What follows belongs to an exercise in optimizing a design on an open flow for small area and a short achievable clock period; a production flow would make more cautious choices.
Only simulation tests tie the RTL to the original design; equivalence was not proved.
Power and IR drop assume default switching activity.

==> inputs of run a <==
==> flow/design.v (excerpt) <==
module cv_unit (
    input             clk,
    input             rst,
    input             we,
    input      [3:0]  addr,
    input      [17:0] wdata,
    output reg [17:0] rdata,
    output reg        err,
    input             feed_valid,
    input      [3:0]  feed_n,
    input      [8:0]  feed_data
);
==> module cv_unit, before the edit <==
module cv_unit (
    input             clk,
    input             rst,
    input             we,
    input      [3:0]  addr,
    input      [17:0] wdata,
    output reg [17:0] rdata,
    output reg        err,
    input             feed_valid,
    input      [3:0]  feed_n,
    input      [8:0]  feed_data
);
    reg [7:0]  cfg;
    reg [31:0] poly;
    reg [31:0] init;
    reg [31:0] val;
    wire [4:0]  wm1    = cfg[4:0];
    wire        refin  = cfg[5];
    wire        refout = cfg[6];
    wire        finv   = cfg[7];
    wire [31:0] mask = 32'hFFFF_FFFF >> (~wm1);
    wire [31:0] vl = val  << (~wm1);
    wire [31:0] pl = poly << (~wm1);
    wire        feed_ok = (feed_n != 4'd0) && (feed_n <= 4'd9);
    wire [3:0]  sh      = 4'd9 - feed_n;           
    reg  [8:0]  frev;
    integer     k;
    always @* begin
        for (k = 0; k < 9; k = k + 1)
            frev[k] = feed_data[8 - k];
    end
    wire [8:0]  vtop = vl[31:23] >> sh;                      
    wire [8:0]  dtop = refin ? (frev >> sh)                  
                             : (feed_data & (9'h1FF >> sh));  
    wire [8:0]  h    = vtop ^ dtop;
    reg  [8:0]  q;
    integer     i, j;
    always @* begin
        for (i = 8; i >= 0; i = i - 1) begin
            q[i] = h[i];
            for (j = i + 1; j < 9; j = j + 1)
                q[i] = q[i] ^ (q[j] & pl[32 - (j - i)]);
        end
    end
    reg  [31:0] fed;
    integer     m;
    always @* begin
        fed = val << feed_n;
        for (m = 0; m < 9; m = m + 1)
            if (q[m])
                fed = fed ^ (poly << m);
    end
    reg  [31:0] rev;
    integer     r;
    always @* begin
        for (r = 0; r < 32; r = r + 1)
            rev[r] = vl[31 - r];
    end
    reg  [31:0] src;
    always @* begin
        case (addr)
            4'd1, 4'd2: src = poly;
            4'd3, 4'd4: src = init;
            4'd5, 4'd6: src = val;
            4'd7, 4'd8: src = (refout ? rev : val) ^ {32{finv}};
            default:    src = 32'd0;
        endcase
        src = src & mask;
    end
    reg [17:0] rd_word;
    always @* begin
        case (addr)
            4'd0:                   rd_word = {10'd0, cfg};
            4'd1, 4'd3, 4'd5, 4'd7: rd_word = src[17:0];
            4'd2, 4'd4, 4'd6, 4'd8: rd_word = {4'd0, src[31:18]};
            default:                rd_word = 18'd0;
        endcase
    end
    always @(posedge clk) begin
        if (rst) begin
            cfg   <= 8'o037;
            poly  <= 32'd0;
            init  <= 32'd0;
            val   <= 32'd0;
            rdata <= 18'd0;
            err   <= 1'b0;
        end else begin
            rdata <= rd_word;
            err   <= 1'b0;
            if (we) begin
                case (addr)
                    4'd0: begin
                        if (wdata[4:0] < 5'd2) begin
                            err <= 1'b1;            
                        end else begin
                            cfg  <= wdata[7:0];
                            poly <= poly & mask;
                            init <= init & mask;
                            val  <= val  & mask;
                        end
                    end
                    4'd1: poly[17:0]  <= wdata;
                    4'd2: poly[31:18] <= wdata[13:0];
                    4'd3: init[17:0]  <= wdata;
                    4'd4: init[31:18] <= wdata[13:0];
                    4'd5: val[17:0]   <= wdata;
                    4'd6: val[31:18]  <= wdata[13:0];
                    4'd9: val         <= init;
                    default: ;                              
                endcase
            end else if (feed_valid && feed_ok) begin
                val <= fed;
            end
        end
    end
endmodule
==> flow/config.mk <==
export PLATFORM = sky130hd
export DESIGN_NAME = cv_unit
export DESIGN_NICKNAME = cv_unit
export VERILOG_FILES = /design/flow/design.v
export SDC_FILE = /design/flow/constraint.sdc
export NUM_CORES = 4
export LEC_CHECK = 0
export ABC_AREA = 1
export CAP_MARGIN = 20
export CORE_MARGIN = 2
export CORE_UTILIZATION = 25
export PLACE_DENSITY = 0.35
export SLEW_MARGIN = 20
==> flow/constraint.sdc <==
create_clock -name core_clock -period 27.0 [get_ports {clk}]
set_input_delay 5.4000 -clock core_clock [delete_from_list [all_inputs] [get_ports {clk}]]
set_output_delay 5.4000 -clock core_clock [all_outputs]
set_load 0.01 [all_outputs]
run.sh (not shown) runs the stock make flow with config.mk's settings and CLKGATE_MAP_FILE= SYNTH_SCRIPT=/design/flow/synth_recipe.tcl, a recipe that flattens the netlist after the stock synthesis.
==> run b (differences from run a) <==
--- a/flow/design.v
+++ b/flow/design.v
@@ -24,29 +24,67 @@
     wire        feed_ok = (feed_n != 4'd0) && (feed_n <= 4'd9);
-    wire [3:0]  sh      = 4'd9 - feed_n;           
-    reg  [8:0]  frev;
-    integer     k;
+    reg  [9:1]  hot;
+    integer     c;
     always @* begin
-        for (k = 0; k < 9; k = k + 1)
-            frev[k] = feed_data[8 - k];
+        for (c = 1; c < 10; c = c + 1)
+            hot[c] = (feed_n == c);
     end
-    wire [8:0]  vtop = vl[31:23] >> sh;                      
-    wire [8:0]  dtop = refin ? (frev >> sh)                  
-                             : (feed_data & (9'h1FF >> sh));  
-    wire [8:0]  h    = vtop ^ dtop;
-    reg  [8:0]  q;
-    integer     i, j;
+    reg  [8:0]  vtop, dtop;
+    integer     i2, c2;
     always @* begin
-        for (i = 8; i >= 0; i = i - 1) begin
-            q[i] = h[i];
-            for (j = i + 1; j < 9; j = j + 1)
-                q[i] = q[i] ^ (q[j] & pl[32 - (j - i)]);
+        for (i2 = 0; i2 < 9; i2 = i2 + 1) begin
+            vtop[i2] = 1'b0;
+            dtop[i2] = 1'b0;
+            for (c2 = i2 + 1; c2 < 10; c2 = c2 + 1) begin
+                vtop[i2] = vtop[i2] | (hot[c2] & vl[32 - c2 + i2]);
+                dtop[i2] = dtop[i2] | (hot[c2] & (refin ? feed_data[c2 - 1 - i2]
+                                                        : feed_data[i2]));
+            end
         end
     end
+    wire [8:0]  h    = vtop ^ dtop;
+    reg  [8:0]  mi;
+    integer     a, d;
+    always @* begin
+        mi[0] = 1'b1;
+        for (a = 1; a < 9; a = a + 1) begin
+            mi[a] = 1'b0;
+            for (d = 1; d <= a; d = d + 1)
+                mi[a] = mi[a] ^ (pl[32 - d] & mi[a - d]);
+        end
+    end
+    reg  [8:0]  q;
+    reg  [15:0] qt;
+    integer     i, j, t;
+    always @* begin
+        for (i = 0; i < 9; i = i + 1) begin
+            qt = 16'd0;
+            qt[0] = h[i];
+            for (j = i + 1; j < 9; j = j + 1)
+                qt[j - i] = mi[j - i] & h[j];
+            for (t = 0; t < 8; t = t + 1) qt[t] = qt[t] ^ qt[t + 8];
+            for (t = 0; t < 4; t = t + 1) qt[t] = qt[t] ^ qt[t + 4];
+            for (t = 0; t < 2; t = t + 1) qt[t] = qt[t] ^ qt[t + 2];
+            q[i] = qt[0] ^ qt[1];
+        end
+    end
+    reg  [31:0] vsh;
     reg  [31:0] fed;
-    integer     m;
+    reg  [15:0] ft;
+    integer     m, b2;
     always @* begin
-        fed = val << feed_n;
-        for (m = 0; m < 9; m = m + 1)
-            if (q[m])
-                fed = fed ^ (poly << m);
+        vsh = 32'd0;
+        for (m = 1; m < 10; m = m + 1)
+            if (hot[m])
+                vsh = val << m;
+        for (b2 = 0; b2 < 32; b2 = b2 + 1) begin
+            ft = 16'd0;
+            for (m = 0; m < 9; m = m + 1)
+                if (b2 >= m)
+                    ft[m] = q[m] & poly[b2 - m];
+            ft[9] = vsh[b2];
+            for (t = 0; t < 8; t = t + 1) ft[t] = ft[t] ^ ft[t + 8];
+            for (t = 0; t < 4; t = t + 1) ft[t] = ft[t] ^ ft[t + 4];
+            for (t = 0; t < 2; t = t + 1) ft[t] = ft[t] ^ ft[t + 2];
+            fed[b2] = ft[0] ^ ft[1];
+        end
     end
==> flow/flow/run.sh (new file) <==
#!/bin/bash
# Own layout flow: the standard ORFS flow (standard.sh) with
#  - synthesis mapped for area by ABC (flow/synth.tcl, flow/abc_area.script);
#  - plain buffers (buf_2) on the ports instead of delay buffers;
#  - ORFS's repair_timing aiming for extra setup slack (SETUP_SLACK_MARGIN),
#    so it sizes up the drivers on the long paths.
# The SDC, clock period, floorplan, power grid, CTS and routing are the standard ones.
set -euo pipefail
W=$(pwd)
export MY_ABC_SCRIPT=$W/flow/abc_area.script
make -C "$FLOW_HOME" DESIGN_CONFIG="$W/config.mk" WORK_HOME="$W/orfs" CLKGATE_MAP_FILE= \
  SYNTH_SCRIPT="$W/flow/synth.tcl" synth > "$W/synth.log" 2>&1
bash "$W/standard.sh" SETUP_SLACK_MARGIN=18 \
  "BUFFER_PORTS_ARGS=-buffer_cell sky130_fd_sc_hd__buf_2" finish > "$W/layout.log" 2>&1
==> flow/flow/abc_area.script (new file) <==
strash
dch
map -a
topo
stime -c
==> flow/flow/synth.tcl (new file) <==
# synth_recipe.tcl (the standard synthesis), with one change: ABC maps the logic
# with flow/abc_area.script (area-oriented mapping) instead of ORFS's script.
# Registers are mapped before ABC runs, so they are the standard synthesis's.
proc synth {args} { yosys synth -nofsm -noshare {*}$args }
proc abc {args} {
  set i [lsearch -exact $args -script]
  if { $i >= 0 } {
    set args [lreplace $args $i [expr {$i + 1}] -script $::env(MY_ABC_SCRIPT)]
  }
  yosys abc {*}$args
}
source $::env(SCRIPTS_DIR)/synth.tcl
# left out here: clear keep_hierarchy, flatten, clean up, hide names made inside functions, write 1_2_yosys.v
==> flow/standard.sh (new file) <==
#!/bin/bash
# synth_recipe.tcl (not shown) runs the flow's synth.tcl, then flattens the netlist and writes it again
# the make line also repeats each setting of config.mk as NAME=value (left out here)
make -C /OpenROAD-flow-scripts/flow DESIGN_CONFIG=/design/flow/config.mk WORK_HOME=/design/flow/orfs CLKGATE_MAP_FILE= SYNTH_SCRIPT=/design/flow/synth_recipe.tcl "${@:-finish}"
--- a/flow/config.mk
+++ b/flow/config.mk
@@ -7,7 +7,6 @@
 export LEC_CHECK = 0
-export ABC_AREA = 1
 export CAP_MARGIN = 20
 export CORE_MARGIN = 2
-export CORE_UTILIZATION = 25
-export PLACE_DENSITY = 0.35
+export CORE_UTILIZATION = 40
+export PLACE_DENSITY = 0.5
 export SLEW_MARGIN = 20
removed: flow/run.sh
==> run c (differences from run a) <==
==> flow/design.v (replaced) <==
module cv_unit (
    input             clk,
    input             rst,
    input             we,
    input      [3:0]  addr,
    input      [17:0] wdata,
    output reg [17:0] rdata,
    output reg        err,
    input             feed_valid,
    input      [3:0]  feed_n,
    input      [8:0]  feed_data
);
    reg [7:0]  cfg;
    reg [31:0] poly;
    reg [31:0] init;
    reg [31:0] val;
    wire [4:0]  wm1    = cfg[4:0];
    wire        refin  = cfg[5];
    wire        refout = cfg[6];
    wire        finv   = cfg[7];
    wire [31:0] mask     = 32'hFFFF_FFFF >> (5'd31 - wm1);
    wire [31:0] new_mask = 32'hFFFF_FFFF >> (5'd31 - wdata[4:0]);
    wire        feed_ok = (feed_n != 4'd0) && (feed_n <= 4'd9);
    reg  [31:0] fed;
    reg         b, fb;
    reg  [3:0]  idx;
    integer     j;
    always @* begin
        fed = val;
        idx = 4'd0;
        b   = 1'b0;
        fb  = 1'b0;
        for (j = 0; j < 9; j = j + 1) begin
            if (j < feed_n) begin
                idx = refin ? j[3:0] : (feed_n - 4'd1 - j[3:0]);
                b   = feed_data[idx];
                fb  = b ^ fed[wm1];
                fed = (fed << 1) & mask;
                if (fb)
                    fed = fed ^ poly;
            end
        end
    end
    reg  [31:0] rev;
    reg  [31:0] res;
    integer     k;
    always @* begin
        for (k = 0; k < 32; k = k + 1)
            rev[k] = val[31 - k];
        res = refout ? (rev >> (5'd31 - wm1)) : val;
        if (finv)
            res = res ^ mask;
    end
    reg [17:0] rd_word;
    always @* begin
        case (addr)
            4'd0:    rd_word = {10'd0, cfg};
            4'd1:    rd_word = poly[17:0];
            4'd2:    rd_word = {4'd0, poly[31:18]};
            4'd3:    rd_word = init[17:0];
            4'd4:    rd_word = {4'd0, init[31:18]};
            4'd5:    rd_word = val[17:0];
            4'd6:    rd_word = {4'd0, val[31:18]};
            4'd7:    rd_word = res[17:0];
            4'd8:    rd_word = {4'd0, res[31:18]};
            default: rd_word = 18'd0;
        endcase
    end
    always @(posedge clk) begin
        if (rst) begin
            cfg   <= 8'o037;
            poly  <= 32'd0;
            init  <= 32'd0;
            val   <= 32'd0;
            rdata <= 18'd0;
            err   <= 1'b0;
        end else begin
            rdata <= rd_word;
            err   <= 1'b0;
            if (we) begin
                case (addr)
                    4'd0: begin
                        if (wdata[4:0] < 5'd2) begin
                            err <= 1'b1;            
                        end else begin
                            cfg  <= wdata[7:0];
                            poly <= poly & new_mask;
                            init <= init & new_mask;
                            val  <= val  & new_mask;
                        end
                    end
                    4'd1: poly <= {poly[31:18], wdata}         & mask;
                    4'd2: poly <= {wdata[13:0], poly[17:0]}    & mask;
                    4'd3: init <= {init[31:18], wdata}         & mask;
                    4'd4: init <= {wdata[13:0], init[17:0]}    & mask;
                    4'd5: val  <= {val[31:18],  wdata}         & mask;
                    4'd6: val  <= {wdata[13:0], val[17:0]}     & mask;
                    4'd9: val  <= init;
                    default: ;                              
                endcase
            end else if (feed_valid && feed_ok) begin
                val <= fed;
            end
        end
    end
endmodule
--- a/flow/config.mk
+++ b/flow/config.mk
@@ -7,3 +7,2 @@
 export LEC_CHECK = 0
-export ABC_AREA = 1
 export CAP_MARGIN = 20
==> comparison <==
Clock-buffer cell count is the same in run b and run c. The highest total power belongs to run c, the lowest to run b. Clock power: run a > run c > run b. The lowest synthesized area belongs to run b, the highest to run c. In run b the first-iteration DRC count is lower than in run c, by about 43%. Of run c and run a, run a has the higher sequential share of layout area (gap 4.6 points).

-- what the ideal ports hide --
No port has a modelled driver above. Below, the same layouts with a new extraction and two added sets of constraints. Step 1 (the two cells are an assumption about what drives the block):
set clk [get_ports {clk}]
set_driving_cell -lib_cell sky130_fd_sc_hd__clkbuf_16 $clk
set_driving_cell -lib_cell sky130_fd_sc_hd__buf_2 [delete_from_list [all_inputs] $clk]
Step 2 moves the port delays by t, midway between the first and last clock arrival at a register: inputs arrive t later, outputs are due t later. That takes back most of the time a late clock gives input paths. a / b / c = no drivers / after step 1 / after step 2; a / b = the first two.
run | shift t [ns] | setup slack, ns | worst hold slack (ns) | worst data-port slew with drivers (ns) | pins driven straight from the clock port
run a | 0.516 | 12.716 / 12.748 / 12.233 | 0.487 / 0.487 / 0.487 | 0.12 | 1
run b | 0.478 | 18.135 / 18.157 / 17.679 | 0.484 / 0.484 / 0.484 | 0.04 | 1
run c | 0.522 | 1.172 / 1.214 / 0.692 | 0.506 / 0.506 / 0.506 | 0.05 | 1
After both steps every run listed still meets setup and hold. The setup slack of run a, which loses most, moves by +0.032 ns with the drivers and by -0.483 ns with both steps.
